From an optimization exercise on the open Yosys and OpenROAD flow, aimed at small area and a short achievable clock period; shortcuts taken in it are not production practice.
The RTL was checked by simulation tests, not by an equivalence proof against the original design.

Setup of birch:
Design epilogue_unit, start of the top module:
module epilogue_unit (
    input  wire        clk,
    input  wire        rst,           
    input  wire        in_valid,
    input  wire [31:0] in_y,          
    input  wire [15:0] in_sc,         
    input  wire [15:0] in_sx,         
    input  wire [31:0] in_bias,       
    input  wire        in_bias_fp16,  
    input  wire        in_null,       
    input  wire        in_relu,       
    input  wire [3:0]  in_fmt,        
    output wire        out_valid,
    output wire [31:0] out_data,      
    output wire [2:0]  out_flags      
);
export LEC_CHECK = 0
export ABC_AREA = 1
export CAP_MARGIN = 30
export CORE_MARGIN = 2
export CORE_UTILIZATION = 40
export SLEW_MARGIN = 65
create_clock -name core_clock -period 30.0 [get_ports {clk}]
standard.sh (not shown) runs the stock make flow with config.mk's settings and CLKGATE_MAP_FILE= SYNTH_SCRIPT=/design/flow/synth_recipe.tcl, a recipe that flattens the netlist after the stock synthesis.
==> flow/flow/run.sh <==
#!/bin/bash
# The standard layout (standard.sh) with two changes after the standard,
# unchanged synthesis:
#  - buffer_ports inserts sky130_fd_sc_hd__buf_2 port buffers instead of the
#    tool's default pick (a slow delay buffer);
#  - placement, CTS and routing repairs may not use the delay cells
#    (clkdlybuf4s*, dlygate4sd*, dlymetal6s*) as wire or slew buffers.
set -euo pipefail
bash standard.sh synth > synth.log 2>&1
export BUFFER_PORTS_ARGS="-buffer_cell sky130_fd_sc_hd__buf_2"
DLY=""
for c in clkdlybuf4s15_1 clkdlybuf4s15_2 clkdlybuf4s18_1 clkdlybuf4s18_2 clkdlybuf4s25_1 \
         clkdlybuf4s25_2 clkdlybuf4s50_1 clkdlybuf4s50_2 dlygate4sd1_1 dlygate4sd2_1 \
         dlygate4sd3_1 dlymetal6s2s_1 dlymetal6s4s_1 dlymetal6s6s_1; do
    DLY="$DLY sky130_fd_sc_hd__$c"
done
export DONT_USE_CELLS="${DLY# }"
bash standard.sh > layout.log 2>&1
The inputs of maple differ from those of birch as listed below.
Settings: CAP_MARGIN: 30 -> 60; SLEW_MARGIN: 65 -> 80.
Findings:
Summary of maple over birch: cell count shows an increase of 0.95%; mean instance size in the synthesized netlist about even; xor and xnor fraction of the mapped netlist area essentially unchanged; final area moved up.

* * *

Starting RTL as in the previous note.
clock: 30.0 ns
lec_check: 0
abc_area: 1
cap_margin: 20
core_margin: 2
core_utilization: 40
slew_margin: 70
Scripts as last shown in full above: flow/flow/run.sh
==> next run, changes <==
CAP_MARGIN = 40   (was 20)
SLEW_MARGIN = 60   (was 70)
What happened: Wire length stays flat. First-iteration DRC count fell by 4.7%. Cell area fell by 0.99%. Hold slack is about the same. Setup slack gets worse by 0.061 ns.
==> next run, changes <==
CAP_MARGIN = 20   (was 40)
SLEW_MARGIN = 40   (was 60)
After rerunning: Final area is about the same; wire length stays flat; global-route usage is about the same; synthesized cell count does not change; non-clock buffer count decreases by 3; hold slack is about the same; clock-buffer cell count shrinks by 2; flip-flop and latch count does not change; critical path depth rises by 26.
==> next run, changes <==
CAP_MARGIN = 60   (was 20)
CORE_UTILIZATION = 55   (was 40)
SLEW_MARGIN = 80   (was 40)
Effect: Synthesized area stays the same; wire length goes up by about 3%; die area goes down by about 27%; final area goes up by about 5%; worst setup slack improved by 0.095 ns; via count goes up by 2.4%; critical path depth goes down by 26; clock skew goes up by 0.042 ns; clock-buffer cell count goes down by 1; core utilization goes up by 19 points.
==> next run, changes <==
CAP_MARGIN = 30   (was 60)
CORE_UTILIZATION = 40   (was 55)
CTS_CLUSTER_DIAMETER = 170   (was unset)
CTS_CLUSTER_SIZE = 26   (was unset)
SLEW_MARGIN = 65   (was 80)
Outcome:
- die area goes up by 37%
- first-iteration DRC count drops by 3.7%
- hold slack gains 0.058 ns
==> next run, changes <==
CAP_MARGIN = 20   (was 30)
CTS_CLUSTER_DIAMETER = unset   (was 170)
CTS_CLUSTER_SIZE = unset   (was 26)
SLEW_MARGIN = 20   (was 65)
Result: Sequential share of layout area is lower by 0.38 points; setup slack loses 0.075 ns; first-iteration DRC count drops by 4.0%; non-clock buffer count is lower by 7.

[static timing again, ports no longer ideal]
The flow's constraints put no driver on any port. The routed layouts listed below were extracted and timed again, unchanged, in two steps.
Step 1: set_driving_cell puts a clkbuf_16 on clk and a buf_2 on each other input, an assumption about the parent block.
Step 2 also shifts input and output timing later by t, the mid clock arrival at the registers, as if the neighbouring blocks saw the same clock.
Slacks: no drivers / after step 1 / after step 2; pairs: no drivers / after step 1.
run | t (ns) | setup slack, ns | cell pins on the clock port's net
birch | 0.714 | 22.860 / 22.785 / 22.879 | 1
maple | 0.718 | 22.877 / 22.803 / 22.844 | 1
the first run of note 2 | 0.711 | 22.871 / 22.798 / 22.988 | 1
the second run of note 2 | 0.720 | 22.810 / 22.743 / 22.881 | 1
the third run of note 2 | 0.742 | 22.768 / 22.734 / 22.607 | 1
the fourth run of note 2 | 0.719 | 22.863 / 22.786 / 23.065 | 1
the fifth run of note 2 | 0.703 | 22.821 / 22.747 / 22.858 | 1
the sixth run of note 2 | 0.707 | 22.746 / 22.746 / 22.554 | 1
After both steps every run listed still meets setup and hold. For the sixth run of note 2, which loses most, drivers alone change the setup slack by 0.000 ns; drivers and shift together by -0.192 ns.
